Context: an optimization exercise on an open-source flow, tuned for small area. The choices shown serve that exercise and are no tape-out recipe.
In this exercise RTL edits were held to simulation tests only and were not proved equivalent to the original.

Setup of run a:
Design al864_ustep_engine, start of the top module:
module al864_ustep_engine (
    input  wire        clk,
    input  wire        rst,                
    input  wire        in_valid,
    input  wire [35:0] in_pos,             
    input  wire [47:0] in_vel,             
    input  wire [12:0] in_per,             
    input  wire        in_lead,            
    input  wire [11:0] in_eofs,            
    input  wire [7:0]  in_scale_ax,        
    input  wire [7:0]  in_scale_glob,      
    input  wire [7:0]  in_scale_derate,    
    input  wire [5:0]  in_hyst,            
    output reg         out_valid,
    output wire [11:0] out_eidx,           
    output wire [9:0]  out_a_upper,
    output wire [9:0]  out_a_lower,
    output wire        out_a_neg,          
    output wire        out_a_zero,         
    output wire        out_a_clamp,        
    output wire [9:0]  out_b_upper,
    output wire [9:0]  out_b_lower,
    output wire        out_b_neg,
    output wire        out_b_zero,
    output wire        out_b_clamp
);
    wire [7:0] scale_gl = (in_scale_glob < in_scale_derate) ? in_scale_glob : in_scale_derate;
    wire [13:0] m  = in_lead ? ({1'b0, in_per} + 14'd16) : 14'd0;
    wire [14:0] mx = {m, 1'b0};
    wire bd0_one = mx[1] ^ mx[0];
    wire bd0_two = (mx[2] & ~mx[1] & ~mx[0]) | (~mx[2] & mx[1] & mx[0]);
    wire bd0_neg = mx[2];
    wire p0 = (bd0_one & in_vel[0]) ^ bd0_neg;
    wire p1 = ((bd0_one & in_vel[1]) | (bd0_two & in_vel[0])) ^ bd0_neg;
    wire p2 = ((bd0_one & in_vel[2]) | (bd0_two & in_vel[1])) ^ bd0_neg;
    wire p3 = ((bd0_one & in_vel[3]) | (bd0_two & in_vel[2])) ^ bd0_neg;
    wire p4 = ((bd0_one & in_vel[4]) | (bd0_two & in_vel[3])) ^ bd0_neg;
    wire p5 = ((bd0_one & in_vel[5]) | (bd0_two & in_vel[4])) ^ bd0_neg;
  ...
Size in the first run: roughly 200 I/O pins, ~28,000 um2 of cells after synthesis.
==> flow/config.mk <==
export PLATFORM = sky130hd
export DESIGN_NAME = al864_ustep_engine
export DESIGN_NICKNAME = al864_ustep_engine
export VERILOG_FILES = /design/flow/design.v
export SDC_FILE = /design/flow/constraint.sdc
export NUM_CORES = 4
export LEC_CHECK = 0
export ABC_AREA = 1
export CAP_MARGIN = 20
export CORE_MARGIN = 2
export CORE_UTILIZATION = 35
export SLEW_MARGIN = 20
export SYNTH_MEMORY_MAX_BITS = 32768
export BUFFER_PORTS_ARGS = -buffer_cell sky130_fd_sc_hd__buf_1
==> flow/constraint.sdc <==
create_clock -name core_clock -period 20.0 [get_ports {clk}]
set_input_delay 4.0000 -clock core_clock [delete_from_list [all_inputs] [get_ports {clk}]]
set_output_delay 4.0000 -clock core_clock [all_outputs]
set_load 0.01 [all_outputs]
standard.sh (not shown) runs the stock make flow with config.mk's settings and CLKGATE_MAP_FILE= SYNTH_SCRIPT=/design/flow/synth_recipe.tcl, a recipe that flattens the netlist after the stock synthesis.
==> flow/flow/run.sh <==
#!/bin/bash
# Layout flow: the standard flow, with two changes.
# 1. The combinational logic of the standard synthesis netlist is re-mapped by ABC
#    with an area-oriented script (flow/remap.sh); flip-flops (same names and cells),
#    full/half adders and tie cells are kept.
# 2. The port buffers use the smallest buffer cell (buf_1).
set -e
SIDES=1
echo 'export BUFFER_PORTS_ARGS = -buffer_cell sky130_fd_sc_hd__buf_1' >> config.mk
bash standard.sh synth > standard_synth.log 2>&1
R=orfs/results/sky130hd/al864_ustep_engine/base
cp $R/1_2_yosys.v $R/1_2_yosys_standard.v
bash flow/remap.sh $R/1_2_yosys_standard.v $R/1_2_yosys.v $SIDES > remap.log 2>&1
rm -f $R/1_synth.odb $R/1_synth.sdc
bash standard.sh > standard.log 2>&1
==> flow/flow/remap.sh <==
#!/bin/bash
# remap.sh IN.v OUT.v SIDES: re-map the combinational logic of the standard synthesis
# netlist IN.v with ABC (script remap.script, area-oriented) and write OUT.v.
# SIDES: "1" re-maps the logic that feeds the flip-flops, "2" the logic they feed,
# "12" both. Flip-flops, full and half adders and tie cells are kept as they are
# (same instances and names); only the other gates are re-mapped.
set -e
IN=$1; OUT=$2; SIDES=$3
HERE=$(cd $(dirname $0) && pwd)
LIB=/OpenROAD-flow-scripts/flow/platforms/sky130hd/lib/sky130_fd_sc_hd__tt_025C_1v80.lib
YOSYS=/OpenROAD-flow-scripts/tools/install/yosys/bin/yosys
DU=$(cat $HERE/dontuse.txt)
W=$(dirname $OUT)
python3 $HERE/partition.py $IN 1 > $W/remap_side1_cells.txt
python3 $HERE/partition.py $IN 2 > $W/remap_side2_cells.txt
{
  echo "read_liberty -ignore_miss_func $LIB"
  echo "read_verilog $IN"
  echo "hierarchy -top al864_ustep_engine"
  echo "setattr -mod -set keep_hierarchy 1 sky130_fd_sc_hd__fa_1 sky130_fd_sc_hd__ha_1 sky130_fd_sc_hd__dfxtp_1 sky130_fd_sc_hd__conb_1"
  # cells of the side that is not re-mapped stay as they are
  case $SIDES in
    1) awk '{printf "setattr -set keep_hierarchy 1 al864_ustep_engine/%s\n", $1}' $W/remap_side1_cells.txt ;;
    2) awk '{printf "setattr -set keep_hierarchy 1 al864_ustep_engine/%s\n", $1}' $W/remap_side2_cells.txt ;;
  esac
  echo "flatten"
  echo "opt_clean -purge"
  echo "abc -script $HERE/remap.script -liberty $LIB $DU"
  echo "splitnets"
  echo "opt_clean -purge"
  echo "hilomap -singleton -hicell sky130_fd_sc_hd__conb_1 HI -locell sky130_fd_sc_hd__conb_1 LO"
  echo "insbuf -buf sky130_fd_sc_hd__buf_4 A X"
  echo "tee -o $W/remap_stat.txt stat -liberty $LIB"
  echo "select al864_ustep_engine"
  echo "write_verilog -noattr -nohex -nodec -selected $OUT"
} > $W/remap.ys
$YOSYS -s $W/remap.ys
Other scripts of this flow, unchanged in this note and not shown: flow/flow/dontuse.txt, flow/flow/partition.py, flow/flow/remap.script
The following lists how run b was set up differently from run a:
--- a/flow/flow/run.sh
+++ b/flow/flow/run.sh
@@ -7,3 +7,3 @@
 set -e
-SIDES=1
+SIDES=12
 echo 'export BUFFER_PORTS_ARGS = -buffer_cell sky130_fd_sc_hd__buf_1' >> config.mk
--- outcome ---
Summary — total detailed-routing wirelength, run b relative to run a: lower, by about 7%. In run b, the transition time at the pin with the least slew margin came out 0.0048 ns above the value in run a. Run a → run b: non-clock buffer count now larger, total stage count of the critical path saw a decrease. Post-route worst setup slack in run b is 0.93 ns below run a.

afterwards: timing with drivers on the ports:
In the flow no input, the clock included, has a driving cell. The finished layouts below were timed again as built, in two steps.
Step 1 assumes that a clkbuf_16 drives the clock port and a buf_2 every other input.
Step 2 times the ports against the registers' clock, not the clock port: input delays grow and output delays shrink by t, the midpoint of the rising clock arrivals with the driver on.
a / b / c = no drivers / after step 1 / after step 2; a / b = the first two.
run	t, ns	slack for setup (ns)	worst hold slack (ns)	worst setup path at the end	worst slew at a driven data input, ns
run a	0.374	1.978 / 1.930 / 2.305	3.756 / 3.733 / 4.107	register to output	0.09
run b	0.340	1.048 / 1.002 / 1.341	3.792 / 3.779 / 4.119	register to output	0.07
After both steps every run listed still meets setup and hold.
